Context: an optimization exercise on an open-source flow, tuned for small area. The choices shown serve that exercise and are no tape-out recipe. Function was checked by simulation only, so behaviour that the tests miss may differ from the original. Power is estimated from default activity; no workload was simulated.

## hem_core
module hem_core (
    input              clk,
    input              rst,
    input              start,
    input      [11:0]  entry,
    input      [19:0]  state_ptr,
    input      [127:0] operands,
    output reg         busy,
    output     [11:0]  imem_addr,
    input      [31:0]  imem_rdata,
    output             dmem_en,
    output             dmem_we,
    output     [3:0]   dmem_be,
    output     [12:0]  dmem_addr,
    output     [31:0]  dmem_wdata,
    input      [31:0]  dmem_rdata,
    output             post_valid,
    output     [1:0]   post_dest,
    output     [31:0]  post_data,
    output reg         done,
    output reg [3:0]   done_cause,
    output     [11:0]  done_pc
);
    localparam [5:0] OP_NOP  = 6'h00, OP_LDI  = 6'h01, OP_MOV  = 6'h02,
                     OP_LD   = 6'h03, OP_ST   = 6'h04, OP_LDA  = 6'h05,
                     OP_STAH = 6'h06, OP_MVH  = 6'h07, OP_MVA  = 6'h08,
                     OP_CLR  = 6'h09, OP_LDP  = 6'h0A, OP_SETB = 6'h0B,
                     OP_SETL = 6'h0C, OP_ADDP = 6'h0D, OP_STAW = 6'h0E,
                     OP_MPY  = 6'h10, OP_MAC  = 6'h11, OP_MSU  = 6'h12,
                     OP_MACL = 6'h13, OP_ADDA = 6'h14, OP_ASL  = 6'h15,
                     OP_SATA = 6'h16, OP_ADD  = 6'h18, OP_SUB  = 6'h19,
                     OP_ADDI = 6'h1A, OP_AND  = 6'h1B, OP_OR   = 6'h1C,
                     OP_SHL  = 6'h1D, OP_CMP  = 6'h1E, OP_B    = 6'h20,
                     OP_CALL = 6'h21, OP_RET  = 6'h22, OP_REP  = 6'h23,
                     OP_RDO  = 6'h28, OP_POST = 6'h29, OP_END  = 6'h2A,
                     OP_MFS  = 6'h2B;
    localparam [3:0] C_END = 4'd0, C_ILLEGAL = 4'd1, C_SEQ = 4'd2,
                     C_MISALIGN = 4'd3, C_UNMAPPED = 4'd4, C_STACK = 4'd7,
                     C_CIRC = 4'd8;
    localparam [25:0] M_A    = 26'h2000000, M_DD  = 26'h1C00000,
                      M_DS   = 26'h0380000, M_DT  = 26'h0070000,
                      M_P    = 26'h000C000, M_AM  = 26'h0003000,
                      M_MM   = 26'h0000C00, M_FR  = 26'h0000200,
                      M_X    = 26'h0000100, M_OFF = 26'h0000FFF,
                      M_PA   = 26'h3000000, M_CND = 26'h3C00000,
  ...
clock: 15.0 ns
lec_check: 0
abc_area: 1
cap_margin: 20
core_margin: 2
core_utilization: 40
cts_cluster_diameter: 100
cts_cluster_size: 24
place_density: 0.6
slew_margin: 20
standard.sh (not shown) runs the stock make flow with config.mk's settings and CLKGATE_MAP_FILE= SYNTH_SCRIPT=/design/flow/synth_recipe.tcl, a recipe that flattens the netlist after the stock synthesis.
==> flow/flow/run.sh <==
#!/bin/bash
# Standard layout, except that the port buffers are the smallest buffer cell
# (buf_1) instead of the default clkdlybuf4s50_1, and clock tree synthesis
# uses clkbuf_8 with smaller clusters and inserts no dummy loads. Each tool's output goes to a log file in this folder.
set -euo pipefail
bash standard.sh synth > synth.log 2>&1
bash standard.sh BUFFER_PORTS_ARGS="-buffer_cell sky130_fd_sc_hd__buf_1" \
    CTS_ARGS="-sink_clustering_enable -repair_clock_nets -dont_use_dummy_load -sink_clustering_size 18 -sink_clustering_max_diameter 66 -buf_list sky130_fd_sc_hd__clkbuf_8" \
    finish > layout.log 2>&1
test -f out/final.def
Rerun with:
--- a/flow/flow/run.sh
+++ b/flow/flow/run.sh
@@ -8 +8 @@
-    CTS_ARGS="-sink_clustering_enable -repair_clock_nets -dont_use_dummy_load -sink_clustering_size 18 -sink_clustering_max_diameter 66 -buf_list sky130_fd_sc_hd__clkbuf_8" \
+    CTS_ARGS="-sink_clustering_enable -repair_clock_nets -dont_use_dummy_load -sink_clustering_size 16 -sink_clustering_max_diameter 80 -buf_list sky130_fd_sc_hd__clkbuf_8" \
The new run went through all stages and came out clean.
Total power drops slightly.
Maximum frequency climbs slightly.
Cell area stays flat.
Setup slack gets better by 66 ps.
Via count is about the same.
Synthesized cell count is unchanged.
Routed wire length barely changes.
Worst hold slack stays flat.
Clock-buffer cell count drops by 6.

-- static timing again, ports no longer ideal --
The flow's constraints put no driver on any port. The routed layouts listed below were extracted and timed again, unchanged, in two steps.
Step 1 sets driving cells, clkbuf_16 on the clock port and buf_2 on the other inputs (assumed; they add their load-dependent delay and slew).
Step 2 moves the port delays by t, midway between the first and last clock arrival at a register: inputs arrive t later, outputs are due t later. That takes back most of the time a late clock gives input paths.
Three values: no drivers, after step 1, after step 2; two values: the first two.
run	shift t [ns]	setup WS [ns]	slew at the worst register clock pin (ns)	worst slew at a driven data input, ns
the first run	0.867	1.260 / 1.228 / 0.361	0.11 / 0.11	0.16
the second run	0.871	1.326 / 1.334 / 0.462	0.12 / 0.12	0.16
After both steps every run listed still meets setup and hold. For the first run, which loses most, drivers alone change the setup slack by -0.032 ns; drivers and shift together by -0.899 ns.
